What follows belongs to an exercise in optimizing a design on an open flow for small area, a short achievable clock period and few clock cycles per item; a production flow would make more cautious choices. No run shown here included a check of the RTL's function; only the layout flow was run. Power is estimated from default activity; no workload was simulated.

==> flow/design.v <==
module mbcq_enc #(
    parameter integer N  = 34,      
    parameter integer HQ = 2        
) (
    input  wire        clk,
    input  wire        rst,         
    input  wire        in_valid,
    output wire        in_ready,
    input  wire        in_last,     
    input  wire [1:0]  in_fmt,      
    input  wire [1:0]  in_k,        
    input  wire [31:0] in_elem,     
    output wire        out_valid,
    input  wire        out_ready,
    output wire        out_hdr,     
    output wire        out_last,    
    output wire [15:0] out_data
);
    localparam integer PW = (N > 32) ? 6 : 5;       
    localparam integer QW = (HQ > 2) ? 2 : 1;       
    reg        rdy;
    reg        a_v, a_last;
    reg [1:0]  a_fmt, a_k;
    reg [31:0] a_elem;
    assign in_ready = rdy;
    always @(posedge clk) begin
        if (rdy) begin
            a_elem <= in_elem;
            a_fmt  <= in_fmt;
            a_k    <= in_k;
            a_last <= in_last;
        end
        if (rst) a_v <= 1'b0;
        else     a_v <= in_valid & rdy;
    end
    reg        c_s, c_spec, c_zero;
    reg [7:0]  c_ex;           
    reg [22:0] c_man;          
    always @(*) begin
        case (a_fmt)
            2'd1: begin
                c_s = a_elem[15]; c_ex = a_elem[14:7];
                c_man = {a_elem[6:0], 16'h0};
                c_spec = (a_elem[14:7] == 8'hFF);
            end
            2'd2: begin
                c_s = a_elem[15]; c_ex = {3'b000, a_elem[14:10]};
                c_man = {a_elem[9:0], 13'h0};
                c_spec = (a_elem[14:10] == 5'h1F);
            end
            default: begin
                c_s = a_elem[31]; c_ex = a_elem[30:23];
                c_man = a_elem[22:0];
                c_spec = (a_elem[30:23] == 8'hFF);
            end
        endcase
        c_zero = (c_ex == 8'd0) && (c_man == 23'd0);
    end
    reg [4:0] lead;
    integer j;
    always @(*) begin
        lead = 5'd0;
        for (j = 0; j < 23; j = j + 1)
            if (c_man[j]) lead = j[4:0];
    end
    wire [22:0] sub_man = c_man << (5'd23 - lead);
    wire        c_sub = (c_ex == 8'd0);
    wire [8:0]  eb_norm = (a_fmt == 2'd2) ? {1'b0, c_ex} + 9'd135 : {1'b0, c_ex} + 9'd23;
    wire [8:0]  eb_sub  = {4'b0, lead} + ((a_fmt == 2'd2) ? 9'd113 : 9'd1);
    wire [8:0]  c_eb    = c_spec ? 9'h1FF : c_zero ? 9'd0 : c_sub ? eb_sub : eb_norm;
    wire [22:0] c_frac  = (c_sub && !c_zero) ? sub_man : c_man;
    wire [25:0] c_word  = {c_s, c_eb, c_frac[22:8], |c_frac[7:0]};
    wire        c_fin   = !c_spec && !c_zero;          
    reg [25:0]   mem [0:N-1];
    reg [PW-1:0] wptr, rptr;
    reg [PW:0]   cnt;             
    reg [4:0]  bcnt;              
    reg [8:0]  e_run;             
    reg        esc_run;
    reg [1:0]  k_run;
    wire [8:0] e_new   = (c_fin && (c_eb > e_run)) ? c_eb : e_run;
    wire       esc_new = esc_run | c_spec;
    wire [1:0] k_new   = (bcnt == 5'd0) ? a_k : k_run;
    wire       b_end   = a_v && (a_last || bcnt == 5'd31);
    reg [16:0]   hq [0:HQ-1];
    reg [QW-1:0] hq_wp, hq_rp;
    reg [QW:0]   hq_cnt;
    always @(posedge clk) begin
        if (a_v) mem[wptr] <= c_word;
        if (b_end) hq[hq_wp] <= {esc_new, e_new, k_new, bcnt};
    end
    always @(posedge clk) begin
        if (rst) begin
            wptr    <= {PW{1'b0}};
            bcnt    <= 5'd0;
            e_run   <= 9'd0;
            esc_run <= 1'b0;
            hq_wp   <= {QW{1'b0}};
        end else if (a_v) begin
            wptr <= (wptr == N - 1) ? {PW{1'b0}} : wptr + 1'b1;
            if (b_end) begin
                bcnt    <= 5'd0;
                e_run   <= 9'd0;
                esc_run <= 1'b0;
                hq_wp   <= (hq_wp == HQ - 1) ? {QW{1'b0}} : hq_wp + 1'b1;
            end else begin
                bcnt    <= bcnt + 5'd1;
                e_run   <= e_new;
                esc_run <= esc_new;
                k_run   <= k_new;
            end
        end
    end
    reg        o_v, o_hdr, o_last;
    reg [15:0] o_data;
    reg        p_v, p_hdr, p_last;
    wire       o_adv = !o_v || out_ready;
    wire       p_adv = !p_v || o_adv;
    reg        rd_act;            
    reg [4:0]  rd_rem;            
    reg [9:0]  rd_eoff;           
    reg [1:0]  rd_k;
    reg        rd_esc;
    wire [16:0] hq_h     = hq[hq_rp];
    wire        iss_hdr  = p_adv && !rd_act && (hq_cnt != 0);
    wire        iss_code = p_adv && rd_act;
    wire [8:0]  h_e      = hq_h[15:7];
    wire [8:0]  h_es     = (h_e == 9'd0) ? 9'd0 : h_e - 9'd150;
    wire [15:0] h_word   = {hq_h[16], 6'b000000, h_es};
    wire [9:0]  h_eoff   = {1'b0, h_e} + {9'd0, hq_h[16]} +
                           ((hq_h[6:5] == 2'd0) ? 10'd10 : (hq_h[6:5] == 2'd1) ? 10'd6 : 10'd2);
    always @(posedge clk) begin
        if (rst) begin
            rd_act <= 1'b0;
            rptr   <= {PW{1'b0}};
            hq_rp  <= {QW{1'b0}};
        end else if (iss_hdr) begin
            rd_act  <= 1'b1;
            rd_rem  <= hq_h[4:0];
            rd_eoff <= h_eoff;
            rd_k    <= hq_h[6:5];
            rd_esc  <= hq_h[16];
            hq_rp   <= (hq_rp == HQ - 1) ? {QW{1'b0}} : hq_rp + 1'b1;
        end else if (iss_code) begin
            rptr   <= (rptr == N - 1) ? {PW{1'b0}} : rptr + 1'b1;
            rd_rem <= rd_rem - 5'd1;
            if (rd_rem == 5'd0) rd_act <= 1'b0;
        end
    end
    always @(posedge clk) begin
        if (rst) begin
            cnt    <= {(PW+1){1'b0}};
            hq_cnt <= {(QW+1){1'b0}};
        end else begin
            cnt    <= cnt + a_v - iss_code;
            hq_cnt <= hq_cnt + b_end - iss_hdr;
        end
    end
    wire [PW:0] cnt_nx  = cnt + a_v - iss_code;
    wire [QW:0] hq_nx   = hq_cnt + b_end - iss_hdr;
    wire        a_nx    = in_valid & rdy;
    wire        a_end   = a_nx & (in_last | (b_end ? 1'b0 : (bcnt == 5'd30 && a_v) || (bcnt == 5'd31)));
    always @(posedge clk) begin
        if (rst) rdy <= 1'b1;
        else rdy <= ({1'b0, cnt_nx} + a_nx + 1 <= N) && ({1'b0, hq_nx} + a_end + 1 <= HQ);
    end
    reg [16:0] p_h;       
    reg [4:0]  p_sh;
    reg        p_s, p_spec, p_nan, p_esc;
    reg [1:0]  p_k;
    wire [25:0] r_w   = mem[rptr];
    wire [8:0]  r_eb  = r_w[24:16];
    wire [9:0]  r_d   = rd_eoff - {1'b0, r_eb};
    wire [4:0]  r_sh  = (r_d[9:5] != 5'd0) ? 5'd31 : r_d[4:0];
    always @(posedge clk) begin
        if (rst) p_v <= 1'b0;
        else if (p_adv) p_v <= iss_hdr || iss_code;
        if (p_adv) begin
            p_hdr  <= iss_hdr;
            p_last <= iss_code && (rd_rem == 5'd0);
            if (iss_hdr) begin
                p_h <= {1'b0, h_word};
            end else begin
                p_h    <= {r_eb != 9'd0, r_w[15:0]};
                p_sh   <= r_sh;
                p_s    <= r_w[25];
                p_spec <= (r_eb == 9'h1FF);
                p_nan  <= (r_w[15:0] != 16'd0);
                p_esc  <= rd_esc;
                p_k    <= rd_k;
            end
        end
    end
    wire [33:0] x_sh = {p_h, 17'h0} >> p_sh;
    wire [14:0] q    = x_sh[31:17];
    wire        g    = x_sh[16];
    wire        stk  = |x_sh[15:0];
    wire        rnd  = g & (stk | q[0]);
    reg [14:0] hi_mask;       
    reg [15:0] kmask, top;    
    always @(*) begin
        case (p_k)
            2'd0:    begin kmask = 16'h00FF; top = 16'h0080; end
            2'd1:    begin kmask = 16'h0FFF; top = 16'h0800; end
            default: begin kmask = 16'hFFFF; top = 16'h8000; end
        endcase
        case ({p_k, p_esc})
            3'b000:  hi_mask = 15'h7F80;
            3'b001:  hi_mask = 15'h7FC0;
            3'b010:  hi_mask = 15'h7800;
            3'b011:  hi_mask = 15'h7C00;
            3'b100:  hi_mask = 15'h0000;
            default: hi_mask = 15'h4000;
        endcase
    end
    wire        ovf  = ((q & hi_mask) != 15'd0) || (((q | hi_mask) == 15'h7FFF) && rnd);
    wire [15:0] lim  = {1'b0, ~hi_mask};
    wire [15:0] mag  = ovf ? lim : {1'b0, q};
    wire        cin  = ovf ? p_s : (p_s ^ rnd);
    wire [15:0] sgn  = (p_s ? ~mag : mag) + {15'd0, cin};
    reg [15:0] code;
    always @(*) begin
        if (p_spec)
            code = p_nan ? top : p_s ? top + 16'd1 : top - 16'd1;
        else
            code = sgn & kmask;
    end
    always @(posedge clk) begin
        if (rst) o_v <= 1'b0;
        else if (o_adv) o_v <= p_v;
        if (o_adv) begin
            o_hdr  <= p_hdr;
            o_last <= p_last;
            o_data <= p_hdr ? p_h[15:0] : code;
        end
    end
    assign out_valid = o_v;
    assign out_hdr   = o_hdr;
    assign out_last  = o_last;
    assign out_data  = o_data;
endmodule
==> flow/run.sh <==
#!/bin/bash
# synth_recipe.tcl (not shown) runs the flow's synth.tcl, then flattens the netlist and writes it again
# the make line also repeats each setting of config.mk as NAME=value (left out here)
make -C /OpenROAD-flow-scripts/flow DESIGN_CONFIG=/design/flow/config.mk WORK_HOME=/design/flow/orfs CLKGATE_MAP_FILE= SYNTH_SCRIPT=/design/flow/synth_recipe.tcl finish
==> flow/config.mk <==
export PLATFORM = sky130hd
export DESIGN_NAME = mbcq_enc
export DESIGN_NICKNAME = mbcq_enc
export VERILOG_FILES = /design/flow/design.v
export SDC_FILE = /design/flow/constraint.sdc
export NUM_CORES = 4
export LEC_CHECK = 0
export CAP_MARGIN = 20
export CORE_MARGIN = 2
export CORE_UTILIZATION = 35
export PLACE_DENSITY = 0.5
export SLEW_MARGIN = 20
==> flow/constraint.sdc <==
create_clock -name core_clock -period 16.0 [get_ports {clk}]
set_input_delay 3.2000 -clock core_clock [delete_from_list [all_inputs] [get_ports {clk}]]
set_output_delay 3.2000 -clock core_clock [all_outputs]
set_load 0.01 [all_outputs]
==> results.sh, run 1 <==
export IMPL_outcome="no timing/DRC/antenna violations"
export IMPL_h_tree_depth=3
export IMPL_drtPass1Iterations=6
export IMPL_synth_area_leaders="edfxtp_1, mux4_2, dfxtp_1"
export IMPL_yosysTopAreaCell="edfxtp_1"
export IMPL_die_x_um=371
export IMPL_ctsHoldBuffers=0
export IMPL_multi_input_area_um2=14700
export IMPL_grt_start_max_net_pins=119
export IMPL_synth_compound_area_share_pct=6.02
export IMPL_synthSimpleGateAreaFrac_pct=5.23
export IMPL_drtIter0Drc=2429
export IMPL_swShare_pct=35.1
export IMPL_p_clk_share_pct=25.4
export IMPL_ir_drop_mv=0.141
export IMPL_synth_cell_type_count=91
export IMPL_worstPathMaxFanout=58
export IMPL_r2r_end="e_run[8]"
export IMPL_cap_violations=0
export IMPL_intPower_mw=7.12
export IMPL_synth_edff_count=1023
export IMPL_fin_crit_ns=7.13
export IMPL_crit_buf_inv=4
export IMPL_crit_path_end="e_run[8]"
export IMPL_worstSetupPathType="reg2reg"
export IMPL_drv_slew=0
export IMPL_setup_slack_ns=8.87
export IMPL_synthAdderAreaFrac_pct=1.73
export IMPL_die_area_um2=137000
export IMPL_worstSkewPairLatency_ns=0.74
export IMPL_place_gp_congestion=0.855
export IMPL_timing_critical_path_from="a_fmt[1]"
export IMPL_critPathSlowestCell="o21ai_0"
export IMPL_stdcell_area_um2=54300
export IMPL_async_flop_share_pct=0
export IMPL_grt_pass1_vias=27000
export IMPL_nets=2998
export IMPL_preCtsSetupSlack_ns=8.71
export IMPL_ys_ff_latch=1073
export IMPL_grtUsageTotal_pct=19.1
export IMPL_avgSynthCellArea_um2=16.9
export IMPL_comb_power_share_pct=36.4
export IMPL_synth_top_family_by_area="multiplexers"
export IMPL_crit_arrival_ns=7.72
export IMPL_p_switching_mw=3.85
export IMPL_cp_slowest_stage_delay_ns=0.81
export IMPL_rsz0062_at_grt="false"
export IMPL_io_pins=61
export IMPL_routed_wl_um=132000
export IMPL_setup_viol=0
export IMPL_min_path_type="reg2reg"
export IMPL_cts_sinks=1073
export IMPL_grt_pass1_wl_um=190000
export IMPL_synthCells=2782
export IMPL_port_buffers=60
export IMPL_cts_tree="done"
export IMPL_gr_total_overflow=0
export IMPL_num_fill_cells=12100
export IMPL_drc=0
export IMPL_synth_ff_type="edfxtp_1"
export IMPL_setup_tns_ns=0
export IMPL_yosysMostFrequentCell="edfxtp_1"
export IMPL_synth_mux_area_share_pct=16.0
export IMPL_cp_end_kind="flop"
export IMPL_initial_core_util_pct=35.3
export IMPL_final_core_util_pct=40.7
export IMPL_register_area_um2=31700
export IMPL_via_count=26400
export IMPL_totalPowerFinal_mw=11.0
export IMPL_ys_warn_count=1
export IMPL_maxSlewHeadroom_pct=23.1
export IMPL_synth_top_cell_area_share_pct=65.3
export IMPL_period_share_pct=44.6
export IMPL_clock_path_buffers=3
export IMPL_routedWlPerCell_um=27.7
export IMPL_drtAntennaViolNets=0
export IMPL_syn_to_final_growth_pct=15.3
export IMPL_hold_violations=0
export IMPL_clk_pin_slew_ns=0.06
export IMPL_crit_chain="ha_1 > buf_4 > inv_1 > o21ai_0 > nand4_1 > or2_1 > or3_1 > and2_1 > a221o_2 > inv_1 > ha_1 > nor2b_1 > o21a_1 > o21a_1 > o21ai_0 > nand2b_1 > a21oi_1 > nor2b_1 > o21ai_0 > a2111oi_2 > buf_4 > mux2_2 > a22o_1"
export IMPL_cts_resized=0
export IMPL_synth_nets=2887
export IMPL_critPathLaunchType="flop"
export IMPL_p_seq_share_pct=38.2
export IMPL_tightest_slew_ns=1.14
export IMPL_cp_common_cell="o21ai_0"
export IMPL_pwr_density_cell_nw_per_um2=202
export IMPL_synth_seq_area_share_pct=67.4
export IMPL_drive_gt1_share_pct=22.3
export IMPL_whs_path_depth=0
export IMPL_reg2regPathDepth=23
export IMPL_ys_top_cells_by_count="edfxtp_1, mux4_2, nor2_1"
export IMPL_cp_depth=23
export IMPL_fmax_mhz=140
export IMPL_p_leak_nw=17.3
export IMPL_core_area_um2=133000
export IMPL_diodes=0
export IMPL_die_y_um=371
export IMPL_cts_setup_buffers=0
export IMPL_numCtsBuffers=113
export IMPL_rows=134
export IMPL_clockRootBuffer="clkbuf_16"
export IMPL_skew_ns=0.0561
export IMPL_required_ns=16.59
export IMPL_netlist_area_um2=47000
export IMPL_post_dp_cell_area_um2=50300
export IMPL_antenna_found_initial=6
export IMPL_rrSetupSlack_ns=8.87
export IMPL_dp_hpwl_um=78000
export IMPL_regToRegStartpoint="a_fmt[1]"
export IMPL_synthXorXnorAreaFrac_pct=1.47
export IMPL_via_per_inst=5.56
export IMPL_cp_top_family="compound AO/OA/AOI/OAI gates"
worst register-to-register path: stages (launching register included):
cell and delay (ns):
edfxtp_1 0.39, ha_1 0.29, buf_4 0.47, inv_1 0.39, o21ai_0 0.81, nand4_1 0.36
or2_1 0.44, or3_1 0.50, and2_1 0.42, a221o_2 0.69, inv_1 0.14, ha_1 0.16
nor2b_1 0.05, o21a_1 0.16, o21a_1 0.16, o21ai_0 0.18, nand2b_1 0.08, a21oi_1 0.19
nor2b_1 0.07, o21ai_0 0.20, a2111oi_2 0.10, buf_4 0.20, mux2_2 0.31, a22o_1 0.23
power groups by stage:
| stage | Clock (mW) | Combinational, mW | Sequential, mW |
|---|---|---|---|
| 2_1_floorplan | 0 | 2.65 | 4.14 |
| 3_3_place_gp | 0 | 3.93 | 4.24 |
| 3_5_place_dp | 0 | 4.01 | 4.25 |
| 4_1_cts | 2.86 | 4.02 | 4.19 |
| 5_1_grt | 2.96 | 4.33 | 4.21 |
| 6_report | 2.79 | 3.99 | 4.19 |
worst min-delay path by stage:
stage,startpoint,end,slack [ns]
after global placement,rd_esc,p_esc,0.41
after global routing,rd_k[1],p_k[1],0.43
after floorplan,p_last,o_last,0.40
after detailed placement,rd_esc,p_esc,0.41
final,rd_esc,p_esc,0.42
after CTS,rd_esc,p_esc,0.42
stage by stage:
step / hold WS (ns) / cells
2_1_floorplan: 0.400 / 2782
3_3_place_gp: 0.414 / 4546
3_5_place_dp: 0.406 / 4546
4_1_cts: 0.421 / 4758
5_1_grt: 0.434 / 4758
6_report: 0.420 / 4758
cells in the final DEF, fill, tap and decap left out, types with 9 or more instances in the layout:
master / instances
nand4_1: 16
xnor2_1: 50
clkinv_1: 22
o211ai_1: 11
a22oi_1: 12
nand3_1: 33
nand2_1: 114
clkdlybuf4s50_1: 60
mux4_2: 267
clkbuf_1: 16
nor2_4: 29
o21a_1: 14
nand2b_1: 22
a22o_1: 12
a21o_1: 14
a221oi_1: 9
dfxtp_1: 43
nor2_1: 120
ha_1: 62
and2_1: 13
edfxtp_1: 1023
o21ai_0: 80
xor2_1: 29
nor3_1: 24
a21boi_0: 9
nor2b_1: 39
clkinv_2: 26
buf_4: 87
o22ai_1: 22
a211oi_1: 31
clkbuf_16: 113
a221o_1: 9
a21oi_1: 76
inv_1: 88
a31oi_1: 13
mux2i_1: 99
mux2_2: 45
bufinv_16: 22
or3_1: 14
layout make-up:
class	count	share of cell area, %
clock inverter	82	1.99
tap	1768	4.08
timing repair buffer	149	2.38
sequential	1073	58.5
multi-input combinational	1464	27.1
inverter	92	0.636
clock buffer	130	5.35
per-layer routing:
layer | routed length (um) | track usage (%)
met3 | 5980 | 2.51
met2 | 66100 | 32.6
met1 | 56600 | 25.8
met4 | 3060 | 4.92
met5 | 0 | 0
cell families after synthesis:
group / Yosys count
AO/OA/AOI/OAI: 416
XOR/XNOR: 79
adder cells (fa/ha/maj): 64
buffers and inverters: 245
flip-flops: 1073
multiplexers: 413
AND/OR/NAND/NOR: 492
state kept, by name, indices dropped and copies added, names as in the netlist, 7 cells and up, named ones only:
signal,cells
cnt,7
e_run,9
a_elem,32
p_h,17
rd_eoff,10
mem,884
hq,34
o_data,16
==> run 2: changes to the inputs <==
--- a/flow/design.v
+++ b/flow/design.v
@@ -1,5 +1,5 @@
 module mbcq_enc #(
-    parameter integer N  = 34,      
+    parameter integer N  = 33,      
     parameter integer HQ = 2        
 ) (
     input  wire        clk,
==> results.sh, run 2 <==
export IMPL_mostFrequentLayoutCells="edfxtp_1, mux4_2, nor2_1, nand2_1, clkbuf_16"
export IMPL_cp_slowest_stage_delay_ns=0.71
export IMPL_initial_core_util_pct=35.1
export IMPL_avgSynthCellArea_um2=16.9
export IMPL_synth_cell_type_count=89
export IMPL_setup_tns_ns=0
export IMPL_crit_arrival_ns=7.52
export IMPL_routedWlPerCell_um=26.9
export IMPL_yosysMostFrequentCell="edfxtp_1"
export IMPL_maxSlewHeadroom_pct=26.6
export IMPL_setup_slack_ns=8.86
export IMPL_critPathLaunchType="flop"
export IMPL_cp_end_kind="flop"
export IMPL_port_buffers=60
export IMPL_pwr_density_cell_nw_per_um2=194
export IMPL_ir_drop_mv=0.238
export IMPL_min_path_type="reg2reg"
export IMPL_die_area_um2=135000
export IMPL_swShare_pct=35.4
export IMPL_whs_path_depth=0
export IMPL_final_common_cell="edfxtp_1"
export IMPL_grt_pass1_vias=26700
export IMPL_rrSetupSlack_ns=8.86
export IMPL_drv_slew=0
export IMPL_worstSetupPathType="reg2reg"
export IMPL_ys_top_cells_by_count="edfxtp_1, mux4_2, nor2_1"
export IMPL_synth_area_leaders="edfxtp_1, mux4_2, dfxtp_1"
export IMPL_p_leak_nw=16.7
export IMPL_top_regs="mem: 858 flops, hq: 34 flops, a_elem: 32 flops"
export IMPL_cts_tree="done"
export IMPL_grt_pass1_wl_um=185000
export IMPL_cts_sinks=1047
export IMPL_outcome="no timing/DRC/antenna violations"
export IMPL_hold_end="p_k[1]"
export IMPL_ys_warn_count=1
export IMPL_p_switching_mw=3.64
export IMPL_drtPass1Iterations=6
export IMPL_rows=133
export IMPL_intPower_mw=6.63
export IMPL_hold_violations=0
export IMPL_syn_to_final_growth_pct=14.6
export IMPL_clock_path_buffers=3
export IMPL_dp_hpwl_um=75700
export IMPL_fmax_mhz=140
export IMPL_period_share_pct=44.6
export IMPL_drtAntennaViolNets=0
export IMPL_synth_seq_area_share_pct=67.2
export IMPL_synth_top_cell_area_share_pct=65.0
export IMPL_cts_setup_buffers=0
export IMPL_grtUsageTotal_pct=18.6
export IMPL_synth_ff_type="edfxtp_1"
export IMPL_drtIter0Drc=2597
export IMPL_via_per_inst=5.50
export IMPL_drive_gt1_share_pct=22.4
export IMPL_required_ns=16.37
export IMPL_nets=2935
export IMPL_numCtsBuffers=110
export IMPL_grt_start_max_net_pins=108
export IMPL_netlist_area_um2=46100
export IMPL_r2r_end="p_sh[3]"
export IMPL_comb_power_share_pct=36.2
export IMPL_rsz0062_at_grt="false"
export IMPL_io_pins=61
export IMPL_tightest_slew_ns=1.10
export IMPL_core_area_um2=131000
export IMPL_gr_total_overflow=0
export IMPL_place_gp_congestion=0.860
export IMPL_ctsHoldBuffers=0
export IMPL_crit_chain="buf_4 > buf_12 > mux4_2 > mux4_2 > mux2i_1 > nor2_1 > a21oi_1 > ha_1 > nor2b_1 > o21ai_0 > a21boi_0 > o21ai_0 > a21boi_0 > o21ai_0 > a21boi_0 > o31ai_1 > nand4_1 > a2111oi_1 > o21ai_0"
export IMPL_h_tree_depth=3
export IMPL_yosysTopAreaCell="edfxtp_1"
export IMPL_p_seq_share_pct=39.5
export IMPL_antenna_found_initial=3
export IMPL_worstPathMaxFanout=107
export IMPL_via_count=25700
export IMPL_synth_nets=2836
export IMPL_cts_resized=0
export IMPL_fin_crit_ns=7.14
export IMPL_ys_ff_latch=1047
export IMPL_die_x_um=367
export IMPL_clockRootBuffer="clkbuf_16"
export IMPL_hold_start="rd_k[1]"
export IMPL_preCtsSetupSlack_ns=8.49
export IMPL_critPathSlowestCell="a2111oi_1"
export IMPL_die_y_um=367
export IMPL_regMostFlops="mem"
export IMPL_routed_wl_um=126000
export IMPL_synthCells=2731
export IMPL_worstSkewPairLatency_ns=0.72
export IMPL_clk_pin_slew_ns=0.06
export IMPL_async_flop_share_pct=0
export IMPL_largest_reg_flops=858
export IMPL_cp_common_cell="o21ai_0"
export IMPL_reg2regPathDepth=19
export IMPL_skew_ns=0.0459
export IMPL_setup_viol=0
export IMPL_p_clk_share_pct=24.3
export IMPL_drc=0
export IMPL_synth_edff_count=997
export IMPL_cap_violations=0
[run 2: cell count changes after synthesis, moves of 10 or more]
cell and change:
xnor2_1 +12, mux2_2 -17, inv_1 -10, mux2i_1 -24, mux4_2 +13, buf_2 -17, a21oi_1 +11, nor2b_1 -16
edfxtp_1 -26, buf_1 +12, nor2_1 +26, a211oi_1 -21
[run 2: stage by stage]
| stage | instance area [um2] | power, mW | instances | utilization (%) | hold slack (ns) |
|---|---|---|---|---|---|
| 6_report | 52800 | 10.3 | 4682 | 40.3 | 0.424 |
| 5_1_grt | 52800 | 10.8 | 4680 | 40.3 | 0.430 |
| 4_1_cts | 52800 | 10.4 | 4679 | 40.3 | 0.415 |
| 3_5_place_dp | 49300 | 7.85 | 4472 | 37.6 | 0.443 |
| 3_3_place_gp | 49300 | 7.78 | 4472 | 37.6 | 0.410 |
| 2_1_floorplan | 46100 | 6.48 | 2731 | - | 0.400 |
[run 2: how the worst max path moves through the flow]
| stage | startpoint | endpoint | depth (start not counted) |
|---|---|---|---|
| finish | flop | p_sh[3] | 19 |
| global placement | out_ready | rdy | 18 |
| global route | flop | p_sh[3] | 20 |
| detailed placement | out_ready | rdy | 18 |
| CTS | flop | p_sh[3] | 20 |
| floorplan | out_ready | rdy | 19 |
[run 2: logic make-up after synthesis]
kind of cell               Yosys count  share of synthesized area (%)
AOI/OAI and AO/OA                  407                           5.97
xor gates and xnor gates            82                           1.56
adders and majority gates           64                           1.77
buffers and inverters              243                           2.14
DFF                               1047                           67.2
muxes                              385                           16.1
and+or+nand+nor                    503                           5.29
[run 2: critical path, delay by kind of cell, from the launching register on]
family	cells	cell delay, ns
AOI/OAI and AO/OA	10	2.75
buffers and inverters	2	1.31
muxes	3	1.22
DFF	1	0.67
and+or+nand+nor	3	0.30
adders and majority gates	1	0.28
[run 2: metal layers]
| metal | global-route usage (%) | up-vias | part of all wire, % |
|---|---|---|---|
| li1 | - | 11200 | - |
| met1 | 24.9 | 13700 | 43 |
| met2 | 31.9 | 704 | 50 |
| met3 | 2.46 | 191 | 4.5 |
| met4 | 5.23 | 0 | 2.8 |
| met5 | 0 | - | 0 |
[run 2: area by class of cell]
| class | count | area [um2] |
|---|---|---|
| antenna | 2 | 5.00 |
| clock buffer | 130 | 2860 |
| clock inverter | 77 | 671 |
| fill | 12000 | 78300 |
| inverter | 84 | 315 |
| multi-input combinational | 1441 | 14500 |
| sequential | 1047 | 31000 |
| tap | 1755 | 2200 |
| timing repair buffer | 146 | 1270 |
[run 2: power groups by stage]
stage,Sequential (mW),Combinational (mW),Clock [mW]
2_1_floorplan,4.01,2.47,0
3_3_place_gp,4.10,3.68,0
3_5_place_dp,4.11,3.74,0
4_1_cts,4.05,3.76,2.56
5_1_grt,4.07,4.06,2.66
6_report,4.05,3.72,2.50
==> run 3: changes to the inputs <==
--- a/flow/design.v
+++ b/flow/design.v
@@ -1,5 +1,5 @@
 module mbcq_enc #(
-    parameter integer N  = 33,      
+    parameter integer N  = 34,      
     parameter integer HQ = 2        
 ) (
     input  wire        clk,
--- a/flow/config.mk
+++ b/flow/config.mk
@@ -8,5 +8,6 @@
 export CAP_MARGIN = 20
 export CORE_MARGIN = 2
 export CORE_UTILIZATION = 35
+export CTS_BUF_LIST = sky130_fd_sc_hd__clkbuf_4
 export PLACE_DENSITY = 0.5
 export SLEW_MARGIN = 20
==> results.sh, run 3 <==
export IMPL_dp_hpwl_um=78000
export IMPL_tightest_slew_ns=1.10
export IMPL_ir_drop_mv=0.139
export IMPL_cp_end_kind="flop"
export IMPL_grtUsageTotal_pct=19.4
export IMPL_fmax_mhz=141
export IMPL_via_count=27700
export IMPL_crit_arrival_ns=8.15
export IMPL_routed_wl_um=133000
export IMPL_cts_resized=0
export IMPL_synth_edff_count=1023
export IMPL_hold_violations=0
export IMPL_outcome="no timing/DRC/antenna violations"
export IMPL_drv_slew=0
export IMPL_multi_input_area_um2=14700
export IMPL_nets=3192
export IMPL_die_area_um2=137000
export IMPL_setup_slack_ns=8.90
export IMPL_routedWlPerCell_um=26.3
export IMPL_syn_to_final_growth_pct=14.7
export IMPL_rsz0062_at_grt="false"
export IMPL_pwr_density_cell_nw_per_um2=196
export IMPL_timing_critical_path_from="a_fmt[0]"
export IMPL_drtIter0Drc=2584
export IMPL_worstSkewPairLatency_ns=1.23
export IMPL_synth_top_cell_area_share_pct=65.3
export IMPL_maxSlewHeadroom_pct=25.6
export IMPL_preCtsSetupSlack_ns=8.71
export IMPL_setup_viol=0
export IMPL_grt_pass1_vias=28600
export IMPL_async_flop_share_pct=0
export IMPL_required_ns=17.06
export IMPL_h_tree_depth=5
export IMPL_synthCells=2782
export IMPL_clock_path_buffers=4
export IMPL_grtUsageMet1_pct=25.3
export IMPL_ys_warn_count=1
export IMPL_synth_cell_type_count=91
export IMPL_top_regs="mem: 884 flops, hq: 34 flops, a_elem: 32 flops"
export IMPL_fin_crit_ns=7.10
export IMPL_grt_pass1_wl_um=193000
export IMPL_busiest_layer="met2"
export IMPL_critPathLaunchType="flop"
export IMPL_clk_pin_slew_ns=0.07
export IMPL_ys_ff_latch=1073
export IMPL_hold_start="rd_k[0]"
export IMPL_io_pins=61
export IMPL_ys_top_cells_by_count="edfxtp_1, mux4_2, nor2_1"
export IMPL_worstPathMaxFanout=58
export IMPL_via_per_inst=5.47
export IMPL_comb_power_share_pct=37.7
export IMPL_period_share_pct=44.3
export IMPL_die_y_um=371
export IMPL_worstSetupPathType="reg2reg"
export IMPL_numCtsBuffers=307
export IMPL_intPower_mw=6.75
export IMPL_core_area_um2=133000
export IMPL_p_leak_nw=17.6
export IMPL_p_seq_share_pct=39.5
export IMPL_regMostFlops="mem"
export IMPL_synth_seq_area_share_pct=67.4
export IMPL_final_common_cell="edfxtp_1"
export IMPL_port_buffers=60
export IMPL_p_switching_mw=3.84
export IMPL_cts_tree="done"
export IMPL_rows=134
export IMPL_synth_nets=2887
export IMPL_synth_ff_type="edfxtp_1"
export IMPL_regToRegStartpoint="a_fmt[0]"
export IMPL_setup_tns_ns=0
export IMPL_avgSynthCellArea_um2=16.9
export IMPL_die_x_um=371
export IMPL_ctsHoldBuffers=0
export IMPL_num_fill_cells=12300
export IMPL_initial_core_util_pct=35.3
export IMPL_antenna_found_initial=10
export IMPL_synth_area_leaders="edfxtp_1, mux4_2, dfxtp_1"
export IMPL_drtAntennaViolNets=0
export IMPL_mostFrequentLayoutCells="edfxtp_1, clkbuf_4, mux4_2, nor2_1, nand2_1"
export IMPL_place_gp_congestion=0.855
export IMPL_p_clk_share_pct=22.8
export IMPL_yosysMostFrequentCell="edfxtp_1"
export IMPL_cts_sinks=1073
export IMPL_grt_use_met3_pct=3.21
export IMPL_drc=0
export IMPL_drtPass1Iterations=6
export IMPL_use_met2_pct=32.6
export IMPL_skew_ns=0.119
export IMPL_min_path_type="reg2reg"
export IMPL_cts_setup_buffers=0
export IMPL_register_area_um2=31700
export IMPL_yosysTopAreaCell="edfxtp_1"
export IMPL_netlist_area_um2=47000
export IMPL_swShare_pct=36.2
export IMPL_drive_gt1_share_pct=29.0
export IMPL_largest_reg_flops=884
export IMPL_grt_start_max_net_pins=119
export IMPL_gr_total_overflow=0
export IMPL_clockRootBuffer="clkbuf_4"
export IMPL_cap_violations=0
run 3: area by class of cell:
cell class / count / share of cell area [%]
well taps: 1768 / 4.10
diodes: 11 / 0.0510
inverters: 92 / 0.640
multi-input cells: 1464 / 27.2
flip-flops and latches: 1073 / 58.8
repair buffers: 149 / 2.40
clock buffers: 447 / 6.22
clock inverters: 59 / 0.526
run 3: path summary, 6_finish.rpt:
path | endpoint | slack (ns) | cells after the start
min reg2reg | p_k[0] | 0.42 | 0
max reg2reg | e_run[8] | 8.90 | 24
max | e_run[8] | 8.90 | 24
min | p_k[0] | 0.42 | 0
run 3: per-stage QoR:
stage / hold slack [ns] / area (um2) / std cells / util, % / power (mW)
5_1_grt: 0.427 / 53900 / 5059 / 40.4 / 11.2
3_3_place_gp: 0.414 / 50300 / 4546 / 37.7 / 8.18
4_1_cts: 0.423 / 53900 / 5052 / 40.4 / 10.7
2_1_floorplan: 0.400 / 47000 / 2782 / - / 6.78
6_report: 0.425 / 54000 / 5063 / 40.4 / 10.6
3_5_place_dp: 0.406 / 50300 / 4546 / 37.7 / 8.25
run 3: cell families (layout without fill, tap and decap cells):
| family | after synthesis | in the layout | synth area share [%] |
|---|---|---|---|
| flip-flops | 1073 | 1073 | 67.4 |
| AO/OA/AOI/OAI | 416 | 416 | 6.02 |
| buffers and inverters | 245 | 747 | 2.11 |
| other | 0 | 11 | 0 |
| adder cells (fa/ha/maj) | 64 | 64 | 1.73 |
| XOR/XNOR | 79 | 79 | 1.47 |
| AND/OR/NAND/NOR | 492 | 492 | 5.23 |
| multiplexers | 413 | 413 | 16.0 |
run 3: critical path: stages (launching register included):
cell	delay, ns
edfxtp_1	0.36
inv_1	0.05
ha_1	0.27
buf_4	0.47
inv_1	0.37
o21ai_0	0.80
nand4_1	0.36
or2_1	0.44
or3_1	0.49
and2_1	0.43
a221o_2	0.69
inv_1	0.14
ha_1	0.17
nor2b_1	0.05
o21a_1	0.16
o21a_1	0.16
o21ai_0	0.18
nand2b_1	0.08
a21oi_1	0.19
nor2b_1	0.07
o21ai_0	0.20
a2111oi_2	0.10
buf_4	0.20
mux2_2	0.31
a22o_1	0.23
run 3: power by group through the flow:
stage / clock [mW] / combinational [mW] / sequential, mW
6_report: 2.41 / 3.99 / 4.19
5_1_grt: 2.63 / 4.33 / 4.21
4_1_cts: 2.50 / 4.02 / 4.19
3_5_place_dp: 0 / 4.01 / 4.25
3_3_place_gp: 0 / 3.93 / 4.24
2_1_floorplan: 0 / 2.65 / 4.14
run 3: routing by layer:
metal	vias to the layer above	part of all wire [%]
met3	234	4.8
met4	0	2.7
met5	-	0
met1	14600	42
met2	897	50
li1	12000	-
==> run 4: changes to the inputs <==
--- a/flow/config.mk
+++ b/flow/config.mk
@@ -8,6 +8,6 @@
 export CAP_MARGIN = 20
 export CORE_MARGIN = 2
 export CORE_UTILIZATION = 35
-export CTS_BUF_LIST = sky130_fd_sc_hd__clkbuf_4
+export CTS_BUF_LIST = sky130_fd_sc_hd__clkbuf_8
 export PLACE_DENSITY = 0.5
 export SLEW_MARGIN = 20
==> results.sh, run 4 <==
export IMPL_largest_reg_flops=884
export IMPL_via_per_inst=5.49
export IMPL_synthSimpleGateAreaFrac_pct=5.23
export IMPL_synthXorXnorAreaFrac_pct=1.47
export IMPL_stdcell_area_um2=53700
export IMPL_grtUsageMet1_pct=25.6
export IMPL_final_common_cell="edfxtp_1"
export IMPL_synth_top_cell_area_share_pct=65.3
export IMPL_grt_pass1_wl_um=192000
export IMPL_synth_ff_type="edfxtp_1"
export IMPL_comb_power_share_pct=38.1
export IMPL_gr_total_overflow=0
export IMPL_setup_tns_ns=0
export IMPL_swShare_pct=36.7
export IMPL_clk_pin_slew_ns=0.06
export IMPL_synthAdderAreaFrac_pct=1.73
export IMPL_routedWlPerCell_um=27.2
export IMPL_totalPowerFinal_mw=10.5
export IMPL_ys_ff_latch=1073
export IMPL_cts_tree="done"
export IMPL_post_dp_cell_area_um2=50300
export IMPL_h_tree_depth=4
export IMPL_required_ns=16.73
export IMPL_period_share_pct=44.9
export IMPL_min_path_type="reg2reg"
export IMPL_num_fill_cells=12200
export IMPL_register_area_um2=31700
export IMPL_grt_use_met3_pct=3.08
export IMPL_place_gp_congestion=0.855
export IMPL_p_switching_mw=3.85
export IMPL_syn_to_final_growth_pct=14.0
export IMPL_drv_slew=0
export IMPL_core_area_um2=133000
export IMPL_drtAntennaViolNets=0
export IMPL_synth_seq_area_share_pct=67.4
export IMPL_yosysMostFrequentCell="edfxtp_1"
export IMPL_setup_viol=0
export IMPL_die_x_um=371
export IMPL_drive_gt1_share_pct=23.0
export IMPL_async_flop_share_pct=0
export IMPL_netlist_area_um2=47000
export IMPL_synth_compound_area_share_pct=6.02
export IMPL_synth_cell_type_count=91
export IMPL_synth_top_family_by_area="multiplexers"
export IMPL_synth_edff_count=1023
export IMPL_top_regs="mem: 884 flops, hq: 34 flops, a_elem: 32 flops"
export IMPL_drtPass1Iterations=8
export IMPL_worstSetupPathType="reg2reg"
export IMPL_yosysTopAreaCell="edfxtp_1"
export IMPL_crit_arrival_ns=7.91
export IMPL_ys_warn_count=1
export IMPL_cts_sinks=1073
export IMPL_p_seq_share_pct=40.0
export IMPL_busiest_layer="met2"
export IMPL_worstSkewPairLatency_ns=0.89
export IMPL_grt_start_max_net_pins=119
export IMPL_critPathLaunchType="flop"
export IMPL_multi_input_area_um2=14700
export IMPL_cts_resized=0
export IMPL_clockRootBuffer="clkbuf_8"
export IMPL_tightest_slew_ns=1.13
export IMPL_rsz0062_at_grt="false"
export IMPL_setup_slack_ns=8.82
export IMPL_avgSynthCellArea_um2=16.9
export IMPL_clock_path_buffers=3
export IMPL_intPower_mw=6.63
export IMPL_drtIter0Drc=2455
export IMPL_nets=3065
export IMPL_io_pins=61
export IMPL_hold_slack_ns=0.420
export IMPL_drc=0
export IMPL_dp_hpwl_um=78000
export IMPL_pwr_density_cell_nw_per_um2=195
export IMPL_antenna_found_initial=10
export IMPL_cp_end_kind="flop"
export IMPL_rows=134
export IMPL_via_count=26700
export IMPL_outcome="no timing/DRC/antenna violations"
export IMPL_use_met2_pct=32.4
export IMPL_cts_setup_buffers=0
export IMPL_routed_wl_um=132000
export IMPL_fmax_mhz=139
export IMPL_ctsHoldBuffers=0
export IMPL_synth_mux_area_share_pct=16.0
export IMPL_hold_violations=0
export IMPL_die_y_um=371
export IMPL_grt_pass1_vias=27600
export IMPL_p_leak_nw=17.3
export IMPL_initial_core_util_pct=35.3
export IMPL_die_area_um2=137000
export IMPL_maxSlewHeadroom_pct=23.7
export IMPL_ir_drop_mv=0.139
export IMPL_worstPathMaxFanout=58
export IMPL_fin_crit_ns=7.18
export IMPL_skew_ns=0.0685
export IMPL_cap_violations=0
export IMPL_synthCells=2782
export IMPL_synth_area_leaders="edfxtp_1, mux4_2, dfxtp_1"
export IMPL_synth_nets=2887
export IMPL_preCtsSetupSlack_ns=8.71
export IMPL_grtUsageTotal_pct=19.3
export IMPL_ys_top_cells_by_count="edfxtp_1, mux4_2, nor2_1"
export IMPL_port_buffers=60
export IMPL_mostFrequentLayoutCells="edfxtp_1, mux4_2, clkbuf_8, inv_1, nor2_1"
export IMPL_p_clk_share_pct=21.9
export IMPL_numCtsBuffers=180
export IMPL_regMostFlops="mem"
-- run 4: changes by cell type in the layout (fill, tap and decap cells not counted), sizes merged --
cell,before,now
inv,94,154
diode,11,3
clkinvlp,0,4
bufinv,2,6
clkinv,55,65
clkbuf,447,184
-- run 4: final cells by class --
type                       count  area share [%]
antenna                        3          0.0140
tap                         1768            4.12
clock buffer                 184            4.72
inverter                      92           0.644
multi-input combinational   1464            27.4
sequential                  1073            59.2
timing repair buffer         149            2.41
clock inverter               137            1.54
-- run 4: path summary, 6_finish.rpt --
path                            slack, ns      from  depth (start not counted)        to
worst max register to register       8.82  a_fmt[1]                         23  e_run[8]
worst max-delay path                 8.82  a_fmt[1]                         23  e_run[8]
worst min-delay path                 0.42    rd_esc                          0     p_esc
worst min register to register       0.42    rd_esc                          0     p_esc
-- run 4: cell families (layout without fill, tap and decap cells) --
| logic type | Yosys count | count (layout) |
|---|---|---|
| buf+inv | 245 | 562 |
| mux | 413 | 413 |
| fa+ha+maj | 64 | 64 |
| other cells | 0 | 3 |
| xor+xnor | 79 | 79 |
| simple gates | 492 | 492 |
| compound gates | 416 | 416 |
| flops | 1073 | 1073 |
-- run 4: power by group through the flow --
stage          Clock, mW  Combinational [mW]  Sequential, mW
2_1_floorplan          0                2.65            4.14
3_3_place_gp           0                3.93            4.24
3_5_place_dp           0                4.01            4.25
4_1_cts             2.37                4.02            4.19
5_1_grt             2.48                4.33            4.21
6_report            2.30                3.99            4.19
-- run 4: critical path, cell delays in order (launching register included) --
cell and delay [ns]:
edfxtp_1 0.39, ha_1 0.29, buf_4 0.47, inv_1 0.37, o21ai_0 0.83, nand4_1 0.36, or2_1 0.44, or3_1 0.50
and2_1 0.43, a221o_2 0.69, inv_1 0.13, ha_1 0.16, nor2b_1 0.05, o21a_1 0.16, o21a_1 0.16, o21ai_0 0.18
nand2b_1 0.08, a21oi_1 0.18, nor2b_1 0.07, o21ai_0 0.20, a2111oi_2 0.10, buf_4 0.20, mux2_2 0.31, a22o_1 0.23
-- run 4: layer usage --
metal	share of wire [%]	routed length, um
met2	50	66100
met4	2.5	3300
met1	43	56500
met5	0.0091	12
met3	4.9	6510
-- run 4: stage by stage --
step | util [%] | instances
detailed placement | 37.7 | 4546
floorplan | - | 2782
global placement | 37.7 | 4546
global route | 40.2 | 4869
finish | 40.2 | 4870
CTS | 40.2 | 4867

what the ideal ports hide:
The results above use ideal ports. As a check the final layouts listed here were re-extracted and re-timed, cells and wires unchanged.
Step 1 assumes that a clkbuf_16 drives the clock port and a buf_2 every other input.
Step 2, shift: input delay + t, output delay - t, t = (earliest + latest rising clock arrival at the registers) / 2. This alone moves slack from input paths to output paths.
Three values: ideal ports, drivers, drivers and shift; two values: the first two.
run	shift t [ns]	slack for setup (ns)	worst hold slack (ns)	worst data-port slew with drivers (ns)	pins driven straight from the clock port
run 1	0.785	8.865 / 8.865 / 8.865	0.420 / 0.420 / 0.420	0.04	1
run 2	0.774	8.856 / 8.856 / 8.492	0.424 / 0.424 / 0.424	0.04	1
run 3	1.221	8.905 / 8.905 / 8.905	0.425 / 0.425 / 0.425	0.04	1
run 4	0.923	8.823 / 8.823 / 8.823	0.420 / 0.420 / 0.420	0.05	1
After both steps setup and hold are still met in every run listed. The setup slack of run 2, which loses most, moves by 0.000 ns with the drivers and by -0.364 ns with both steps.
